Context: an optimization exercise on an open-source flow, tuned for small area, a short achievable clock period and few clock cycles. The choices shown serve that exercise and are no tape-out recipe.
At most, simulation tests tie the RTL to the original design; equivalence was not proved.

==> build 26 <==
==> flow/design.v <==
module str_sgm_row (
    input  wire        clk,
    input  wire        rst,
    input  wire        in_valid,
    output wire        in_ready,
    input  wire        in_first,
    input  wire [23:0] in_cl,
    input  wire        in_cl_ok,
    input  wire [23:0] in_cr,
    input  wire        in_cr_ok,
    input  wire [5:0]  cfg_p1,
    input  wire [9:0]  cfg_p2,
    input  wire [7:0]  cfg_conf_min,
    output wire        out_valid,
    input  wire        out_ready,
    output wire [15:0] out_d16,
    output wire [7:0]  out_conf
);
    localparam ND = 16;
    localparam W  = 11;      
    reg        in_rdy;
    reg  [2:0] owed;         
    reg        s0_v;
    reg        l_v;          
    reg        q_v;          
    wire take    = in_valid && in_rdy;
    wire deliver = q_v && out_ready;
    assign in_ready  = in_rdy;
    assign out_valid = q_v;
    reg        s0_first, s0_clok, s0_crok;
    reg [23:0] s0_cl, s0_cr;
    reg [5:0]  p1;
    reg [9:0]  p2;
    reg [7:0]  cmin_row;
    always @(posedge clk) begin
        s0_first <= in_first;
        s0_clok  <= in_cl_ok;
        s0_crok  <= in_cr_ok;
        s0_cl    <= in_cl;
        s0_cr    <= in_cr;
        if (take && in_first) begin
            p1       <= cfg_p1;
            p2       <= cfg_p2;
            cmin_row <= cfg_conf_min;
        end
    end
    reg [23:0]  rc   [1:ND-1];   
    reg         rcok [1:ND-1];
    reg [W-1:0] L    [0:ND-1];   
    reg [W-1:0] smin;            
    reg [3:0]   dbest;           
    reg [3:0]   x_l;             
    reg         okx_l;           
    reg [7:0]   c1_l;            
    reg [7:0]   cmin_l;
    wire [3:0] x_s0 = s0_first ? 4'd0 : (x_l == 4'd15 ? 4'd15 : x_l + 4'd1);
    function [1:0] fa;       
        input a, b, c;
        fa = {(a & b) | (a & c) | (b & c), a ^ b ^ c};
    endfunction
    function lt;
        input [W+3:0] a, b;
        reg c;
        integer i;
        begin
            c = 1'b0;
            for (i = 0; i < W+4; i = i + 1)
                c = (~a[i] & b[i]) | (~a[i] & c) | (b[i] & c);
            lt = c;
        end
    endfunction
    function [4:0] pop24;
        input [23:0] x;
        reg [7:0] s1, c1;
        reg [1:0] s2, c2;
        reg       s3, c3, b0, c4;
        reg [3:0] s5, c5;
        reg       s6, c6, b1, c7;
        reg [1:0] s8, c8;
        reg       b2, c9, b3, b4;
        integer i;
        begin
            for (i = 0; i < 8; i = i + 1)
                {c1[i], s1[i]} = fa(x[3*i], x[3*i+1], x[3*i+2]);
            {c2[0], s2[0]} = fa(s1[0], s1[1], s1[2]);
            {c2[1], s2[1]} = fa(s1[3], s1[4], s1[5]);
            {c3, s3} = fa(s2[0], s2[1], s1[6]);
            b0 = s3 ^ s1[7];
            c4 = s3 & s1[7];
            for (i = 0; i < 4; i = i + 1)
                {c5[i], s5[i]} = fa(c1[2*i], c1[2*i+1], i < 2 ? c2[i] : (i == 2 ? c3 : c4));
            {c6, s6} = fa(s5[0], s5[1], s5[2]);
            b1 = s6 ^ s5[3];
            c7 = s6 & s5[3];
            {c8[0], s8[0]} = fa(c5[0], c5[1], c5[2]);
            {c8[1], s8[1]} = fa(c5[3], c6, c7);
            b2 = s8[0] ^ s8[1];
            c9 = s8[0] & s8[1];
            {b4, b3} = fa(c8[0], c8[1], c9);
            pop24 = {b4, b3, b2, b1, b0};
        end
    endfunction
    wire [23:0] crv   [0:ND-1];
    wire        crokv [0:ND-1];
    assign crv[0]   = s0_cr;
    assign crokv[0] = s0_crok;
    genvar gi;
    generate
        for (gi = 1; gi < ND; gi = gi + 1) begin : g_crv
            assign crv[gi]   = rc[gi];
            assign crokv[gi] = rcok[gi];
        end
    endgenerate
    reg [4:0] cost [0:ND-1];
    integer d;
    always @* begin
        for (d = 0; d < ND; d = d + 1) begin
            if (d > x_s0 || !s0_clok || !crokv[d])
                cost[d] = 5'd24;
            else
                cost[d] = pop24(s0_cl ^ crv[d]);
        end
    end
    wire [W-1:0] p2e = s0_first ? {W{1'b0}} : {1'b0, p2};
    wire [W-1:0] A    [0:ND-1];
    wire [W-1:0] u    [0:ND-1];
    wire [W-1:0] y    [0:ND-1];
    wire [W-1:0] z    [0:ND-1];
    wire [W-1:0] Lnew [0:ND-1];
    generate
        for (gi = 0; gi < ND; gi = gi + 1) begin : g_upd
            wire [W-1:0] gn;
            wire         co_a, co_y, co_l;
            str_sgm_rca #(W) u_a (.a(L[gi]), .b({5'd0, p1}), .ci(1'b0), .s(A[gi]), .co(co_a));
            if (gi == 0) begin : g_lo
                assign gn = A[1];
            end else if (gi == ND-1) begin : g_hi
                assign gn = A[ND-2];
            end else begin : g_mid
                assign gn = lt(A[gi+1], A[gi-1]) ? A[gi+1] : A[gi-1];
            end
            assign u[gi] = lt(gn, L[gi]) ? gn : L[gi];
            str_sgm_rca #(W) u_y (.a(u[gi]), .b(~smin), .ci(1'b1), .s(y[gi]), .co(co_y));
            assign z[gi] = lt(y[gi], p2e) ? y[gi] : p2e;
            str_sgm_rca #(W) u_l (.a(z[gi]), .b({6'd0, cost[gi]}), .ci(1'b0), .s(Lnew[gi]), .co(co_l));
        end
    endgenerate
    reg [W-1:0] v1 [0:7];  reg       i1 [0:7];
    reg [W-1:0] v2 [0:3];  reg [1:0] i2 [0:3];
    reg [W-1:0] v3 [0:1];  reg [2:0] i3 [0:1];
    reg [W-1:0] nmin;
    reg [3:0]   nbest;
    integer k;
    always @* begin
        for (k = 0; k < 8; k = k + 1) begin
            i1[k] = lt(Lnew[2*k+1], Lnew[2*k]);
            v1[k] = i1[k] ? Lnew[2*k+1] : Lnew[2*k];
        end
        for (k = 0; k < 4; k = k + 1) begin
            if (lt(v1[2*k+1], v1[2*k])) begin
                v2[k] = v1[2*k+1];
                i2[k] = {1'b1, i1[2*k+1]};
            end else begin
                v2[k] = v1[2*k];
                i2[k] = {1'b0, i1[2*k]};
            end
        end
        for (k = 0; k < 2; k = k + 1) begin
            if (lt(v2[2*k+1], v2[2*k])) begin
                v3[k] = v2[2*k+1];
                i3[k] = {1'b1, i2[2*k+1]};
            end else begin
                v3[k] = v2[2*k];
                i3[k] = {1'b0, i2[2*k]};
            end
        end
        if (lt(v3[1], v3[0])) begin
            nmin  = v3[1];
            nbest = {1'b1, i3[1]};
        end else begin
            nmin  = v3[0];
            nbest = {1'b0, i3[0]};
        end
    end
    integer j;
    always @(posedge clk) begin
        if (s0_v) begin
            for (j = 0; j < ND; j = j + 1)
                L[j] <= Lnew[j];
            rc[1]   <= s0_cr;
            rcok[1] <= s0_crok;
            for (j = 2; j < ND; j = j + 1) begin
                rc[j]   <= rc[j-1];
                rcok[j] <= rcok[j-1];
            end
            smin   <= nmin;
            dbest  <= nbest;
            x_l    <= x_s0;
            okx_l  <= s0_clok && (nbest <= x_s0);
            for (j = 0; j < 8; j = j + 1)
                c1_l[j] <= i1[j];
            cmin_l <= cmin_row;
        end
    end
    reg [ND-1:0] oh;
    reg [ND-1:0] ok0;            
    reg [W-1:0] w1 [0:7];  reg ok1 [0:7];
    reg [W-1:0] w2 [0:3];  reg ok2 [0:3];
    reg [W-1:0] w3 [0:1];  reg ok3 [0:1];
    reg [W-1:0] s2;
    reg [W-1:0] sm, sp;
    reg         pb;
    integer e;
    always @* begin
        for (d = 0; d < ND; d = d + 1)
            oh[d] = (dbest == d);
        for (d = 0; d < ND; d = d + 1)
            ok0[d] = !(oh[d] | (d > 0 ? oh[d-1] : 1'b0) | (d < ND-1 ? oh[d+1] : 1'b0));
        for (k = 0; k < 8; k = k + 1) begin
            pb     = !ok0[2*k] || (ok0[2*k+1] && c1_l[k]);
            w1[k]  = pb ? L[2*k+1] : L[2*k];
            ok1[k] = ok0[2*k] | ok0[2*k+1];
        end
        for (k = 0; k < 4; k = k + 1) begin
            pb     = !ok1[2*k] || (ok1[2*k+1] && lt(w1[2*k+1], w1[2*k]));
            w2[k]  = pb ? w1[2*k+1] : w1[2*k];
            ok2[k] = ok1[2*k] | ok1[2*k+1];
        end
        for (k = 0; k < 2; k = k + 1) begin
            pb     = !ok2[2*k] || (ok2[2*k+1] && lt(w2[2*k+1], w2[2*k]));
            w3[k]  = pb ? w2[2*k+1] : w2[2*k];
            ok3[k] = ok2[2*k] | ok2[2*k+1];
        end
        pb = !ok3[0] || (ok3[1] && lt(w3[1], w3[0]));
        s2 = pb ? w3[1] : w3[0];
        sm = {W{1'b0}};
        sp = {W{1'b0}};
        for (e = 0; e < ND; e = e + 1) begin
            if (e < ND-1) sm = sm | (L[e] & {W{oh[e+1]}});
            if (e > 0)    sp = sp | (L[e] & {W{oh[e-1]}});
        end
    end
    wire         nneg = lt(sm, sp);
    wire [W-1:0] shi  = nneg ? sp : sm;
    wire [W-1:0] slo  = nneg ? sm : sp;
    wire [W-1:0] adif;
    wire [W-1:0] ssum;
    wire [W:0]   den;
    wire [W+2:0] r1   [0:4];
    wire [3:0]   qoff;
    wire         co_ad, co_ss, co_dn, co_r1;
    str_sgm_rca #(W)   u_ad (.a(shi), .b(~slo), .ci(1'b1), .s(adif), .co(co_ad));
    str_sgm_rca #(W)   u_ss (.a(sm), .b(sp), .ci(1'b0), .s(ssum), .co(co_ss));
    str_sgm_rca #(W+1) u_dn (.a({co_ss, ssum}), .b(~{smin, 1'b0}), .ci(1'b1), .s(den), .co(co_dn));
    str_sgm_rca #(W+3) u_r1 (.a({3'd0, adif}), .b({7'd0, den[W:4]}), .ci(1'b0), .s(r1[0]), .co(co_r1));
    generate
        for (gi = 0; gi < 4; gi = gi + 1) begin : g_sub
            wire [W+2:0] sh = {r1[gi][W+1:0], den[3-gi]};
            wire [W+2:0] df;
            wire         nb;     
            str_sgm_rca #(W+3) u_st (.a(sh), .b(~{1'b0, den, 1'b0}), .ci(1'b1), .s(df), .co(nb));
            assign qoff[3-gi] = nb;
            assign r1[gi+1]   = nb ? df : sh;
        end
    endgenerate
    reg [4:0] off;           
    always @* begin
        off = 5'd0;
        if (dbest != 4'd0 && dbest != 4'd15 && den != 0)
            off = nneg ? -{1'b0, qoff} : {1'b0, qoff};
    end
    reg [W-1:0] nhi;         
    reg [7:0]   nlo;         
    reg [W:0]   r2;
    reg [W+1:0] t2;
    reg [7:0]   q2;
    reg [7:0]   conf;
    reg [7:0]   d8;
    reg         ok;
    always @* begin
        nhi = smin - ({7'd0, smin[W-1:7]} + {10'd0, smin[6:0] != 7'd0});
        nlo = 8'd0 - {smin[6:0], 1'b0};
        r2  = {1'b0, nhi};
        q2  = 8'd0;
        for (k = 7; k >= 0; k = k - 1) begin
            r2 = {r2[W-1:0], nlo[k]};
            t2 = {1'b0, r2} - {2'b0, s2};
            if (!t2[W+1]) begin
                r2 = t2[W:0];
                q2[k] = 1'b1;
            end
        end
        if (s2 == 0)
            conf = 8'd1;
        else
            conf = ~q2 - {7'd0, r2 != 0};
        d8 = {dbest, 4'd0} + {{3{off[4]}}, off};
        ok = okx_l && (conf >= cmin_l);
    end
    wire [16:0] res = ok ? {1'b0, d8, conf} : {1'b1, 8'hFF, 8'h00};
    reg [16:0] head;
    reg [16:0] fb [0:1];
    reg        wp, rp;
    reg [1:0]  nw;           
    wire push  = l_v && (s0_v || nw != 2'd2);
    wire hload = out_ready || !q_v;
    wire fpop  = hload && nw != 2'd0;
    wire fpush = push && !(hload && nw == 2'd0);
    always @(posedge clk) begin
        if (push)
            fb[wp] <= res;
        if (hload)
            head <= (nw != 2'd0) ? fb[rp] : res;
    end
    always @(posedge clk) begin
        if (rst) begin
            in_rdy <= 1'b1;
            owed   <= 3'd0;
            s0_v   <= 1'b0;
            l_v    <= 1'b0;
            q_v    <= 1'b0;
            nw     <= 2'd0;
            wp     <= 1'b0;
            rp     <= 1'b0;
        end else begin
            s0_v <= take;
            l_v  <= s0_v || (l_v && !push);
            q_v  <= !hload || nw != 2'd0 || push;
            if (fpush) wp <= !wp;
            if (fpop)  rp <= !rp;
            case ({fpush, fpop})
                2'b10:   nw <= nw + 2'd1;
                2'b01:   nw <= nw - 2'd1;
                default: nw <= nw;
            endcase
            case ({take, deliver})
                2'b10:   owed <= owed + 3'd1;
                2'b01:   owed <= owed - 3'd1;
                default: owed <= owed;
            endcase
            case (owed)
                3'd0, 3'd1, 3'd2: in_rdy <= 1'b1;
                3'd3:             in_rdy <= !take || deliver;
                default:          in_rdy <= deliver;
            endcase
        end
    end
    assign out_d16  = {{8{head[16]}}, head[15:8]};
    assign out_conf = head[7:0];
endmodule
module str_sgm_rca #(
    parameter N = 11
) (
    input  wire [N-1:0] a,
    input  wire [N-1:0] b,
    input  wire         ci,
    output wire [N-1:0] s,
    output wire         co
);
    wire [N:0] c;
    assign c[0] = ci;
    genvar i;
    generate
        for (i = 0; i < N; i = i + 1) begin : g_bit
            assign s[i]   = a[i] ^ b[i] ^ c[i];
            assign c[i+1] = (a[i] & b[i]) | (a[i] & c[i]) | (b[i] & c[i]);
        end
    endgenerate
    assign co = c[N];
endmodule
==> flow/run.sh <==
#!/bin/bash
# synth_recipe.tcl (not shown) runs the flow's synth.tcl, then flattens the netlist and writes it again
# the make line also repeats each setting of config.mk as NAME=value (left out here)
make -C /OpenROAD-flow-scripts/flow DESIGN_CONFIG=/design/flow/config.mk WORK_HOME=/design/flow/orfs CLKGATE_MAP_FILE= SYNTH_SCRIPT=/design/flow/synth_recipe.tcl finish
==> flow/config.mk <==
export PLATFORM = sky130hd
export DESIGN_NAME = str_sgm_row
export DESIGN_NICKNAME = str_sgm_row
export VERILOG_FILES = /design/flow/design.v
export SDC_FILE = /design/flow/constraint.sdc
export NUM_CORES = 4
export LEC_CHECK = 0
export ABC_AREA = 1
export CAP_MARGIN = 10
export CORE_MARGIN = 2
export CORE_UTILIZATION = 55
export SLEW_MARGIN = 10
==> flow/constraint.sdc <==
create_clock -name core_clock -period 180.0 [get_ports {clk}]
set_input_delay 36.0000 -clock core_clock [delete_from_list [all_inputs] [get_ports {clk}]]
set_output_delay 36.0000 -clock core_clock [all_outputs]
set_load 0.01 [all_outputs]
==> inputs of trial 61, as changes to build 26 <==
--- a/flow/design.v
+++ b/flow/design.v
@@ -51,7 +51,6 @@
     reg [3:0]   dbest;           
     reg [3:0]   x_l;             
     reg         okx_l;           
-    reg [7:0]   c1_l;            
     reg [7:0]   cmin_l;
     wire [3:0] x_s0 = s0_first ? 4'd0 : (x_l == 4'd15 ? 4'd15 : x_l + 4'd1);
     function [1:0] fa;       
@@ -197,8 +196,6 @@
             dbest  <= nbest;
             x_l    <= x_s0;
             okx_l  <= s0_clok && (nbest <= x_s0);
-            for (j = 0; j < 8; j = j + 1)
-                c1_l[j] <= i1[j];
             cmin_l <= cmin_row;
         end
     end
@@ -217,7 +214,7 @@
         for (d = 0; d < ND; d = d + 1)
             ok0[d] = !(oh[d] | (d > 0 ? oh[d-1] : 1'b0) | (d < ND-1 ? oh[d+1] : 1'b0));
         for (k = 0; k < 8; k = k + 1) begin
-            pb     = !ok0[2*k] || (ok0[2*k+1] && c1_l[k]);
+            pb     = !ok0[2*k] || (ok0[2*k+1] && lt(L[2*k+1], L[2*k]));
             w1[k]  = pb ? L[2*k+1] : L[2*k];
             ok1[k] = ok0[2*k] | ok0[2*k+1];
         end
==> flow/config.mk (replaced) <==
export PLATFORM = sky130hd
export DESIGN_NAME = str_sgm_row
export DESIGN_NICKNAME = str_sgm_row
export VERILOG_FILES = /design/flow/design.v
export SDC_FILE = /design/flow/constraint.sdc
export NUM_CORES = 4
export LEC_CHECK = 0
export CAP_MARGIN = 20
export CORE_MARGIN = 2
export CORE_UTILIZATION = 40
export SLEW_MARGIN = 20
==> inputs of trial 62, as changes to build 26 <==
--- a/flow/design.v
+++ b/flow/design.v
@@ -301,16 +301,32 @@
     reg [16:0] head;
     reg [16:0] fb [0:1];
     reg        wp, rp;
-    reg [1:0]  nw;           
-    wire push  = l_v && (s0_v || nw != 2'd2);
+    reg        nw1, nw2;     
+    wire push  = l_v && (s0_v || !nw2);
     wire hload = out_ready || !q_v;
-    wire fpop  = hload && nw != 2'd0;
-    wire fpush = push && !(hload && nw == 2'd0);
     always @(posedge clk) begin
         if (push)
             fb[wp] <= res;
         if (hload)
-            head <= (nw != 2'd0) ? fb[rp] : res;
+            head <= nw1 ? fb[rp] : res;
+    end
+    wire nw1_r = nw2 || (nw1 && push);
+    wire nw1_n = nw1 || (q_v && push);
+    wire nw2_n = nw2 || (nw1 && q_v && push);
+    wire wp_r  = wp ^ (nw1 && push);
+    wire wp_n  = wp ^ (q_v && push);
+    wire rp_r  = rp ^ nw1;
+    wire qv_r  = nw1 || push;
+    wire qv_n  = q_v || push;
+    reg [2:0] owed_p, owed_m;
+    always @* begin
+        case (owed)
+            3'd0:    begin owed_p = 3'd1; owed_m = 3'd0; end
+            3'd1:    begin owed_p = 3'd2; owed_m = 3'd0; end
+            3'd2:    begin owed_p = 3'd3; owed_m = 3'd1; end
+            3'd3:    begin owed_p = 3'd4; owed_m = 3'd2; end
+            default: begin owed_p = 3'd4; owed_m = 3'd3; end
+        endcase
     end
     always @(posedge clk) begin
         if (rst) begin
@@ -319,25 +335,29 @@
             s0_v   <= 1'b0;
             l_v    <= 1'b0;
             q_v    <= 1'b0;
-            nw     <= 2'd0;
+            nw1    <= 1'b0;
+            nw2    <= 1'b0;
             wp     <= 1'b0;
             rp     <= 1'b0;
         end else begin
             s0_v <= take;
             l_v  <= s0_v || (l_v && !push);
-            q_v  <= !hload || nw != 2'd0 || push;
-            if (fpush) wp <= !wp;
-            if (fpop)  rp <= !rp;
-            case ({fpush, fpop})
-                2'b10:   nw <= nw + 2'd1;
-                2'b01:   nw <= nw - 2'd1;
-                default: nw <= nw;
-            endcase
-            case ({take, deliver})
-                2'b10:   owed <= owed + 3'd1;
-                2'b01:   owed <= owed - 3'd1;
-                default: owed <= owed;
-            endcase
+            if (out_ready) begin
+                q_v <= qv_r;
+                nw1 <= nw1_r;
+                nw2 <= 1'b0;
+                wp  <= wp_r;
+                rp  <= rp_r;
+            end else begin
+                q_v <= qv_n;
+                nw1 <= nw1_n;
+                nw2 <= nw2_n;
+                wp  <= wp_n;
+            end
+            if (take)
+                owed <= deliver ? owed : owed_p;
+            else
+                owed <= deliver ? owed_m : owed;
             case (owed)
                 3'd0, 3'd1, 3'd2: in_rdy <= 1'b1;
                 3'd3:             in_rdy <= !take || deliver;
==> flow/flow/run.sh (new file) <==
#!/bin/bash
# The standard layout, with one change: the buffers that buffer_ports
# puts on the input and output ports are buf_2 cells rather than the slow
# delay cell it picks by default. The make output (every tool's full log
# also stays under orfs/logs) goes to standard_flow.log here.
set -euo pipefail
export BUFFER_PORTS_ARGS="-buffer_cell sky130_fd_sc_hd__buf_2"
bash standard.sh > standard_flow.log 2>&1
==> flow/standard.sh (new file) <==
#!/bin/bash
# synth_recipe.tcl (not shown) runs the flow's synth.tcl, then flattens the netlist and writes it again
# the make line also repeats each setting of config.mk as NAME=value (left out here)
make -C /OpenROAD-flow-scripts/flow DESIGN_CONFIG=/design/flow/config.mk WORK_HOME=/design/flow/orfs CLKGATE_MAP_FILE= SYNTH_SCRIPT=/design/flow/synth_recipe.tcl "${@:-finish}"
--- a/flow/config.mk
+++ b/flow/config.mk
@@ -9,4 +9,6 @@
 export CAP_MARGIN = 10
 export CORE_MARGIN = 2
 export CORE_UTILIZATION = 55
+export CTS_CLUSTER_DIAMETER = 100
+export CTS_CLUSTER_SIZE = 24
 export SLEW_MARGIN = 10
removed: flow/run.sh
==> summary of the runs <==
Synthesized cell count: build 26 > trial 62 > trial 61.
Hold slack: trial 62 > build 26 > trial 61.
Global-route usage, lowest first: trial 61, trial 62, build 26.
Between trial 61 and trial 62, the lower first-iteration DRC count is in trial 61 (gap about 13%, measured against trial 62).
The lowest clock skew belongs to trial 62, the highest to trial 61.
The lowest sequential share of layout area belongs to trial 61, the highest to trial 62.
Of build 26 and trial 61, build 26 has the higher sequential cell count (gap 8).
Via count, highest first: build 26, trial 62, trial 61.
Critical path depth is the same in trial 62 and trial 61.
Testbench counts of trial 61, summed over its fixed seeds: cycles 4,780.
Testbench counts of trial 62, summed over its fixed seeds: cycles 4,780.
The RTL of build 26 was laid out without a check of its function.

==> afterwards: timing with drivers on the ports <==
The flow's constraints put no driver on any port. The routed layouts listed below were extracted and timed again, unchanged, in two steps. Step 1 assumes that a clkbuf_16 drives the clock port and a buf_2 every other input. Step 2 times the ports against the registers' clock, not the clock port: input delays grow and output delays shrink by t, the midpoint of the rising clock arrivals with the driver on. Slacks: ideal / step 1 / step 2; pairs: ideal / step 1.
run	shift t [ns]	setup WS [ns]	latest minus earliest clock arrival (ns)	pins driven straight from the clock port
build 26	0.793	142.240 / 142.157 / 141.871	0.058 / 0.059	1
trial 61	0.838	142.252 / 142.166 / 141.495	0.102 / 0.103	1
trial 62	0.761	142.678 / 142.602 / 142.322	0.044 / 0.044	1
After both steps every run listed still meets setup and hold. The setup slack of trial 61, which loses most, moves by -0.086 ns with the drivers and by -0.757 ns with both steps.
